What follows belongs to an exercise in optimizing a design on an open flow for small area, a short achievable clock period and few clock cycles per item; a production flow would make more cautious choices. Function was checked by simulation only, so behaviour that the tests miss may differ from the original.

== birch ==
==> flow/design.v (excerpt) <==
module hinge_cmp (
    input  wire        clk,
    input  wire        rst,
    input  wire        start,
    input  wire        clear,
    input  wire [23:0] clear_u,
    input  wire        form,
    input  wire        integ,
    input  wire [23:0] e_in,
    input  wire [23:0] b0,
    input  wire [23:0] b1,
    input  wire [23:0] b2,
    input  wire [23:0] b3,
    input  wire [23:0] a1,
    input  wire [23:0] a2,
    input  wire [23:0] a3,
    input  wire [5:0]  xb,
    input  wire [5:0]  xa,
    input  wire [5:0]  xe,
    input  wire [5:0]  xu,
    input  wire [23:0] u_min,
    input  wire [23:0] u_max,
    output wire        ready,
    output reg         done,
    output reg  [23:0] u_lim,
    output reg  [23:0] u_raw,
    output reg         sat,
    output reg         ovf,
    output reg         clamp
);
export LEC_CHECK = 0
export ABC_AREA = 1
export CAP_MARGIN = 20
export CORE_MARGIN = 2
export CORE_UTILIZATION = 40
export PLACE_DENSITY = 0.6
export SLEW_MARGIN = 20
create_clock -name core_clock -period 17.0 [get_ports {clk}]
standard.sh (not shown) runs the stock make flow with config.mk's settings and CLKGATE_MAP_FILE= SYNTH_SCRIPT=/design/flow/synth_recipe.tcl, a recipe that flattens the netlist after the stock synthesis.
==> flow/flow/run.sh <==
#!/bin/bash
# The standard layout (the standard.sh, standard synthesis included), with
# repair_timing asked to keep a setup margin so the layout runs faster than
# the 17 ns constraint. Each step's full log is under orfs/logs; make's own
# output goes to flow_make.log.
set -uo pipefail
MARGIN=${MARGIN:-12.5}
bash standard.sh SETUP_SLACK_MARGIN=$MARGIN finish > flow_make.log 2>&1
birch finished all stages; the layout is clean.
Testbench counts of birch, summed over its fixed seeds: cycles 139,812, samples 23,233.
Modified inputs, cedar compared to birch
--- a/flow/design.v
+++ b/flow/design.v
@@ -37,20 +37,22 @@
     wire       acc_c = ready_q & clear;
     wire last_ph = form_q ? ph[6] : ph[5];
     wire [6:0] ph_next = {ph[5] & form_q, ph[4], ph[3] | (ph[2] & ~form_q), ph[2] & form_q,
                           ph[1], ph[0], acc_s};
     assign ready = ready_q;
     wire       cap_en = ~|ph | last_ph;
     reg [23:0] cq0, cq1, cq2, cq3, cq4, cq5, cq6;
     wire cq_dbl = ph[2] & ~form_q;
     reg [5:0]  xb_q, xa_q, xe_q, xu_q;
     reg [23:0] umin_q, umax_q, umin_r, umax_r;
+    reg [24:0] umm1_r;                        
+    reg        umin_gt, umax_ne, umax_min;    
     reg        integ_q, integ_r;
     reg [23:0] eh0, eh1, eh2, eh3;
     reg [23:0] u1, u2, u3;
     reg        clr_q;
     reg [23:0] clru_q;
     reg  sel_b, sel_u1, sel_u2;
     wire is_b = sel_b;
     wire [23:0] dsel = sel_b  ? eh0 :
                        sel_u1 ? u1 :
                        sel_u2 ? u2 : u3;
@@ -90,45 +92,55 @@
     reg         sat_a;
     wire [63:0] term = tfit ? win : {tsg, {63{~tsg}}};
     wire        tsat = ~tfit;
     wire [63:0] acc_in = t_first ? 64'd0 : acc;
     wire [64:0] sum;
     wire        sum_co;
     add_bk65 acc_add (.a({acc_in[63], acc_in}), .b({term[63], term}), .ci(1'b0), .s(sum), .co(sum_co));
     wire sum_ovf = sum[64] ^ sum[63];
     wire [63:0] acc_nx = sum_ovf ? (sum[64] ? ACC_MIN : ACC_MAX) : sum[63:0];
     reg         m_last, t_last, a_last;
-    wire [48:0] rnd = {acc[63], acc[63:16]} + {48'd0, acc[15]};
-    wire rnd_hi = ~rnd[48] & (rnd[47:23] != 25'd0);
-    wire rnd_lo =  rnd[48] & ((rnd[47:23] != {25{1'b1}}) | (rnd[22:0] == 23'd0));
-    wire [23:0] raw = rnd_hi ? 24'h7FFFFF : rnd_lo ? 24'h800001 : rnd[23:0];
-    wire lim_lo = $signed(raw) < $signed(umin_r);
-    wire lim_hi = $signed(raw) > $signed(umax_r);
+    wire [23:0] rx  = acc[39:16];
+    wire        rc  = acc[15];
+    wire rnd_hi = ~acc[63] & ((|acc[62:39]) | (&acc[38:15]));
+    wire rnd_lo =  acc[63] & (~(&acc[62:39]) | ~(|acc[38:15]));
+    wire [23:0] rinc = rx + {23'd0, rc};
+    wire [23:0] raw = rnd_hi ? 24'h7FFFFF : rnd_lo ? 24'h800001 : rinc;
+    wire lo_0 = $signed(rx) < $signed(umin_r);
+    wire lo_1 = $signed({rx[23], rx}) < $signed(umm1_r);
+    wire hi_0 = $signed(rx) > $signed(umax_r);
+    wire hi_e = rx == umax_r;
+    wire lim_lo = ~rnd_hi & (rnd_lo ? umin_gt : (rc ? lo_1 : lo_0));
+    wire lim_hi = rnd_hi ? umax_ne : rnd_lo ? umax_min : (hi_0 | (rc & hi_e));
     wire [23:0] lim = lim_lo ? umin_r : lim_hi ? umax_r : raw;
     wire sat_all = sat_a | rnd_hi | rnd_lo;
     wire push = integ_r & ~sat_all & ~(lim_lo | lim_hi);
     reg  kill;    
     always @(posedge clk) begin
         if (cap_en) begin
             cq0 <= b0; cq1 <= b1; cq2 <= b2;
             cq3 <= b3; cq4 <= a1; cq5 <= a2; cq6 <= a3;
             xb_q <= xb; xa_q <= xa; xe_q <= xe; xu_q <= xu;
             umin_q <= u_min; umax_q <= u_max; integ_q <= integ;
             clru_q <= clear_u;
             form_q <= form;
         end else begin
             cq0 <= cq_dbl ? cq2 : cq1;
             cq1 <= cq_dbl ? cq3 : cq2;
             cq2 <= cq3; cq3 <= cq4; cq4 <= cq5; cq5 <= cq6;
         end
         if (last_ph) begin
             umin_r <= umin_q; umax_r <= umax_q; integ_r <= integ_q;
+            umm1_r <= {umin_q[23], umin_q} - 25'd1;
+            umin_gt  <= $signed(umin_q) > -24'sd8388607;
+            umax_ne  <= umax_q != 24'h7FFFFF;
+            umax_min <= umax_q == 24'h800000;
         end
         ms <= ms_w; mc <= mc_w;
         tsh <= t_w;
         m_first <= ph[0];
         sel_b  <= |ph_next[3:0];
         sel_u1 <= ph_next[4];
         sel_u2 <= ph_next[5];
         win     <= win_w;
         tfit    <= fit;
         tsg     <= psg;
--- outcome ---
- cedar finished every stage and its layout cleared the timing, DRC and antenna checks.
- Going from birch to cedar, utilization fell by 4.0 points, sequential share of layout area rose by 2.5 points, number of fill cells in the layout rose by 1038, multiplexer share of the synthesized area stayed essentially flat.
- Comparing number of buffers and inverters on the critical path for birch and cedar, the smaller number came from cedar.
Testbench counts of cedar, summed over its fixed seeds: cycles 139,812, samples 23,233.


Another version of the RTL of hinge_cmp (not shown whole).
Size in the first run: roughly 790 flip-flops, ~350 I/O pins, about 55000 um^2 of cells after synthesis.
clock: 17.0 ns
lec_check: 0
abc_area: 1
cap_margin: 20
core_margin: 2
core_utilization: 40
place_density: 0.6
slew_margin: 20
Scripts as last shown in full above: flow/flow/run.sh
Testbench counts at the start, summed over its fixed seeds: cycles 139,812, samples 23,233.
Change:
--- a/flow/design.v
+++ b/flow/design.v
@@ -38,29 +38,27 @@
     wire last_ph = form_q ? ph[6] : ph[5];
     wire [6:0] ph_next = {ph[5] & form_q, ph[4], ph[3] | (ph[2] & ~form_q), ph[2] & form_q,
                           ph[1], ph[0], acc_s};
     assign ready = ready_q;
     wire       cap_en = ~|ph | last_ph;
     reg [23:0] cq0, cq1, cq2, cq3, cq4, cq5, cq6;
     wire cq_dbl = ph[2] & ~form_q;
     reg [5:0]  xb_q, xa_q, xe_q, xu_q;
     reg [23:0] umin_q, umax_q, umin_r, umax_r;
-    reg [24:0] umm1_r;                        
     reg        umin_gt, umax_ne, umax_min;    
     reg        integ_q, integ_r;
     reg [23:0] eh0, eh1, eh2, eh3;
     reg [23:0] u1, u2, u3;
     reg        clr_q;
-    reg  sel_b, sel_u1, sel_u2;
+    reg  sel_b, sel_u1, sel_u2, sel_u3;
     wire is_b = sel_b;
-    wire [23:0] dsel = sel_b  ? eh0 :
-                       sel_u1 ? u1 :
-                       sel_u2 ? u2 : u3;
+    wire [23:0] dsel = ({24{sel_b}} & eh0) | ({24{sel_u1}} & u1) |
+                       ({24{sel_u2}} & u2) | ({24{sel_u3}} & u3);
     wire [47:0] ms_w, mc_w;
     booth_mul mul (.x(dsel), .y(cq0), .s(ms_w), .c(mc_w));
     wire signed [8:0] tb = $signed({{3{xb_q[5]}}, xb_q}) + $signed({{3{xe_q[5]}}, xe_q})
                          - $signed({{3{xu_q[5]}}, xu_q}) + 9'sd40;
     wire signed [8:0] ta = $signed({{3{xa_q[5]}}, xa_q}) + 9'sd40;
     wire signed [8:0] tr = is_b ? tb : ta;
     wire [6:0] t_w = tr[8] ? 7'd0 : (tr > 9'sd111) ? 7'd111 : tr[6:0];
     reg [47:0] ms, mc;
     reg [6:0]  tsh;
@@ -99,19 +97,20 @@
     wire [63:0] acc_nx = sum_ovf ? (sum[64] ? ACC_MIN : ACC_MAX) : sum[63:0];
     reg         m_last, t_last, a_last;
     wire [23:0] rx  = acc[39:16];
     wire        rc  = acc[15];
     wire rnd_hi = ~acc[63] & ((|acc[62:39]) | (&acc[38:15]));
     wire rnd_lo =  acc[63] & (~(&acc[62:39]) | ~(|acc[38:15]));
     wire [23:0] rinc = rx + {23'd0, rc};
     wire [23:0] raw = rnd_hi ? 24'h7FFFFF : rnd_lo ? 24'h800001 : rinc;
     wire lo_0 = $signed(rx) < $signed(umin_r);
-    wire lo_1 = $signed({rx[23], rx}) < $signed(umm1_r);
+    wire [25:0] lo_d = {{2{rx[23]}}, rx} + {{2{~umin_r[23]}}, ~umin_r} + 26'd2;    
+    wire lo_1 = lo_d[25];
     wire hi_0 = $signed(rx) > $signed(umax_r);
     wire hi_e = rx == umax_r;
     wire lim_lo = ~rnd_hi & (rnd_lo ? umin_gt : (rc ? lo_1 : lo_0));
     wire lim_hi = rnd_hi ? umax_ne : rnd_lo ? umax_min : (hi_0 | (rc & hi_e));
     wire [23:0] lim = lim_lo ? umin_r : lim_hi ? umax_r : raw;
     wire sat_all = sat_a | rnd_hi | rnd_lo;
     wire push = integ_r & ~sat_all & ~(lim_lo | lim_hi);
     reg  kill;    
     always @(posedge clk) begin
@@ -122,29 +121,29 @@
             umin_q <= clear ? clear_u : u_min; umax_q <= u_max; integ_q <= integ;
             form_q <= form;
         end else begin
             cq0 <= cq_dbl ? cq2 : cq1;
             cq1 <= cq_dbl ? cq3 : cq2;
             cq2 <= cq3; cq3 <= cq4; cq4 <= cq5; cq5 <= cq6;
         end
         if (last_ph) begin
             umin_r <= umin_q; umax_r <= umax_q; integ_r <= integ_q;
-            umm1_r <= {umin_q[23], umin_q} - 25'd1;
             umin_gt  <= $signed(umin_q) > -24'sd8388607;
             umax_ne  <= umax_q != 24'h7FFFFF;
             umax_min <= umax_q == 24'h800000;
         end
         ms <= ms_w; mc <= mc_w;
         tsh <= t_w;
         m_first <= ph[0];
         sel_b  <= |ph_next[3:0];
         sel_u1 <= ph_next[4];
         sel_u2 <= ph_next[5];
+        sel_u3 <= ph_next[6];
         win     <= win_w;
         tfit    <= fit;
         tsg     <= psg;
         t_first <= m_first;
         acc   <= acc_nx;
         sat_a <= (t_first ? 1'b0 : sat_a) | tsat | sum_ovf;
         u_raw <= raw;
         u_lim <= lim;
         sat   <= sat_all;
The new run finished with timing, DRC and antenna clean.
Clock-buffer cell count came out lower by 2.
Final area falls by 2.9%.
Worst setup slack gets worse by 0.023 ns.
Sequential cell count went down by 24.
Via count went down by 3.0%.
Cell count drops by 2.4%.
Testbench counts after the change, summed over its fixed seeds: cycles 139,812, samples 23,233.

==> re-timing with driven ports <==
In the flow no input, the clock included, has a driving cell. The finished layouts below were timed again as built, in two steps.
Step 1: set_driving_cell puts a clkbuf_16 on clk and a buf_2 on each other input, an assumption about the parent block.
Step 2 moves the port delays by t, midway between the first and last clock arrival at a register: inputs arrive t later, outputs are due t later. That takes back most of the time a late clock gives input paths.
Three values: ideal, step 1, step 2; two values: the first two.
run	shift t [ns]	setup slack, ns	worst data-port slew with drivers (ns)
birch	0.795	12.018 / 12.018 / 12.018	0.10
cedar	0.777	12.391 / 12.314 / 12.402	0.11
the first run of note 2	0.790	12.438 / 12.362 / 12.153	0.12
the second run of note 2	0.762	12.415 / 12.340 / 12.200	0.09
After both steps setup and hold are still met in every run listed. For the first run of note 2, which loses most, drivers alone change the setup slack by -0.076 ns; drivers and shift together by -0.285 ns.
